Context: an optimization exercise on an open-source flow, tuned for small area, a short achievable clock period and few clock cycles. The choices shown serve that exercise and are no tape-out recipe.
The RTL was checked by simulation tests, not by an equivalence proof against the original design.

## rev 12
Design shaper_slice, start of the top module:
module shaper_slice (
    input  wire         clk,
    input  wire         rst,           
    input  wire [15:0]  ped_hi,
    input  wire [15:0]  ped_lo,
    input  wire         gr,
    input  wire [2:0]   nsec,
    input  wire [399:0] coef,          
    input  wire         emode,
    input  wire [4:0]   pick_idx,
    input  wire [15:0]  egain,
    input  wire [4:0]   eshift,
    input  wire [15:0]  zs_thr,
    input  wire         zs_trig,
    input  wire [2:0]   m_code,        
    input  wire [1:0]   k,             
    input  wire         s_valid,
    output reg          s_ready,
    input  wire [15:0]  s_word,
    input  wire [6:0]   s_tick,
    input  wire         s_last,
    input  wire [1:0]   s_status,
    input  wire         s_clr,
    input  wire         s_cal,
    input  wire         s_test,
    output reg          r_valid,
    output reg  [31:0]  r_word
);
clock: 25.0 ns
lec_check: 0
cap_margin: 20
core_margin: 2
core_utilization: 40
cts_cluster_diameter: 100
cts_cluster_size: 24
place_density: 0.6
slew_margin: 20
standard.sh (not shown) runs the stock make flow with config.mk's settings and CLKGATE_MAP_FILE= SYNTH_SCRIPT=/design/flow/synth_recipe.tcl, a recipe that flattens the netlist after the stock synthesis.
==> flow/flow/run.sh <==
#!/bin/bash
set -euo pipefail
bash standard.sh synth floorplan place > std_place.log 2>&1
SETUP_SLACK_MARGIN=18.5 bash standard.sh cts > std_cts.log 2>&1
bash standard.sh finish > std_finish.log 2>&1
Testbench counts of rev 12, summed over its fixed seeds: cycles 183,221.
## Diff of input files: rev 13 against rev 12
--- a/flow/design.v
+++ b/flow/design.v
@@ -232,18 +232,25 @@
             o_v     <= byp || (bv && b_out);
         end
     end
     reg                sel_new;        
     reg  [5:0]         x_n;
     reg  signed [23:0] prev_y;
     reg                prev_ok;
     reg  [2:0]         wake_left;
     reg  signed [23:0] sel_y, sel_a, sel_c;
+    reg  [25:0]        sel_nabs;
+    reg                sel_nneg;
+    reg  [26:0]        sel_dabs;
+    wire signed [25:0] t_ac = $signed({{2{sel_a[23]}}, sel_a}) - $signed({{2{o_y[23]}}, o_y});
+    wire signed [25:0] t_ca = $signed({{2{o_y[23]}}, o_y}) - $signed({{2{sel_a[23]}}, sel_a});
+    wire [26:0]        t_den = ($signed({{3{sel_y[23]}}, sel_y}) <<< 1)
+                             - $signed({{3{sel_a[23]}}, sel_a}) - $signed({{3{o_y[23]}}, o_y});
     reg  [6:0]         sel_tick;
     reg                sel_a_ok, sel_c_ok;
     reg  [5:0]         sel_n;
     reg                f_sat, f_susp, f_cal, f_test;
     reg                cv, c_tok, c_wake;
     reg  [1:0]         c_st;
     wire        o_first  = sel_new;
     wire [5:0]  o_n      = o_first ? 6'd0 : x_n;
     wire        o_pok    = (o_first && o_clr) ? 1'b0 : prev_ok;
@@ -275,18 +282,21 @@
                 end else if (o_first || o_y > sel_y) begin
                     sel_y    <= o_y;
                     sel_tick <= o_tick;
                     sel_n    <= o_n;
                     sel_a    <= prev_y;
                     sel_a_ok <= o_pok;
                     sel_c_ok <= 1'b0;
                 end else if (!sel_c_ok && o_n == sel_n + 6'd1) begin
                     sel_c    <= o_y;
+                    sel_nabs <= t_ac[25] ? t_ca : t_ac;
+                    sel_nneg <= t_ac[25];
+                    sel_dabs <= t_den;
                     sel_c_ok <= 1'b1;
                 end
                 prev_y  <= o_y;
                 prev_ok <= 1'b1;
                 x_n     <= o_n + 6'd1;
                 f_sat   <= (!o_first && f_sat)  | o_sat;
                 f_susp  <= (!o_first && f_susp) | o_susp;
                 f_cal   <= (!o_first && f_cal)  | o_cal;
                 f_test  <= (!o_first && f_test) | o_test;
@@ -308,43 +318,38 @@
     reg  [30:0]        q_d;            
     reg  [3:0]         q_mag;
     reg                q_nneg, q_tval, q_tok, q_wake, q_sat, q_susp, q_cal, q_test;
     reg  [1:0]         q_st;
     reg  [6:0]         q_tick;
     wire signed [23:0] m_h   = a2v ? 24'sd0 : q_h;
     reg  [15:0]        q_g;            
     wire [3:0]         m_g   = q_g[3:0];
     wire signed [27:0] m_t   = m_h + q_y * $signed({1'b0, m_g});
-    wire signed [25:0] num     = $signed({{2{sel_a[23]}}, sel_a}) - $signed({{2{sel_c[23]}}, sel_c});
-    wire [26:0]        den_abs = ($signed({{3{sel_y[23]}}, sel_y}) <<< 1)
-                               - $signed({{3{sel_a[23]}}, sel_a}) - $signed({{3{sel_c[23]}}, sel_c});
-    wire signed [25:0] numr    = $signed({{2{sel_c[23]}}, sel_c}) - $signed({{2{sel_a[23]}}, sel_a});
-    wire [26:0]        num_abs = {1'b0, num[25] ? numr : num};
     wire [32:0]        dd    = {1'b0, q_rem} - {2'b00, q_d};
     wire               dq    = !dd[32];
     always @(posedge clk) begin
         if (rst) begin
             a2v <= 1'b0; a3v <= 1'b0; a4v <= 1'b0; a5v <= 1'b0; a6v <= 1'b0;
         end else begin
             a2v <= cv; a3v <= a2v; a4v <= a3v; a5v <= a4v; a6v <= a5v;
         end
         if (a2v || a3v || a4v || a5v) begin
             q_h  <= m_t[27:4];
             q_lo <= {m_t[3:0], q_lo[15:4]};
         end
         if (a2v || a3v || a4v || a5v)
             q_g <= {4'd0, q_g[15:4]};
         if (cv) begin
             q_g    <= egain_r;
             q_y    <= sel_y;
-            q_rem  <= {1'b0, num_abs, 4'b0} + {5'b0, den_abs};
-            q_d    <= {den_abs, 4'b0};
-            q_nneg <= num[25];
+            q_rem  <= {1'b0, sel_nabs, 4'b0} + {5'b0, sel_dabs};
+            q_d    <= {sel_dabs, 4'b0};
+            q_nneg <= sel_nneg;
             q_tval <= emode_r && sel_c_ok && sel_a_ok && (sel_a < sel_y);
             q_tok  <= c_tok;
             q_st   <= c_st;
             q_wake <= c_wake;
             q_sat  <= f_sat;
             q_susp <= f_susp;
             q_cal  <= f_cal;
             q_test <= f_test;
             q_tick <= sel_tick;
==> results.txt <==
Post-synthesis to final-layout area growth of rev 12 is on par with rev 13.
Worst hold slack after final layout was higher in the run labelled rev 13.
Worst clock skew on the final layout is lower on rev 12
Final worst slack, rev 13 and rev 12: lower on rev 12
Testbench counts of rev 13, summed over its fixed seeds: cycles 183,221.

afterwards: timing with drivers on the ports:
The flow's constraints put no driver on any port. The routed layouts listed below were extracted and timed again, unchanged, in two steps.
Step 1 (the two cells are an assumption about what drives the block):
set clk [get_ports {clk}]
set_driving_cell -lib_cell sky130_fd_sc_hd__clkbuf_16 $clk
set_driving_cell -lib_cell sky130_fd_sc_hd__buf_2 [delete_from_list [all_inputs] $clk]
Step 2, shift: input delay + t, output delay - t, t = (earliest + latest rising clock arrival at the registers) / 2. This alone moves slack from input paths to output paths.
a / b / c = no drivers / after step 1 / after step 2; a / b = the first two.
| run | t (ns) | setup WS [ns] | hold WS [ns] |
|---|---|---|---|
| rev 12 | 0.868 | 18.403 / 18.403 / 18.337 | 0.301 / 0.301 / 0.301 |
| rev 13 | 0.949 | 18.478 / 18.435 / 18.149 | 0.321 / 0.321 / 0.321 |
After both steps every run listed still meets setup and hold. The setup slack of rev 13, which loses most, moves by -0.043 ns with the drivers and by -0.329 ns with both steps.
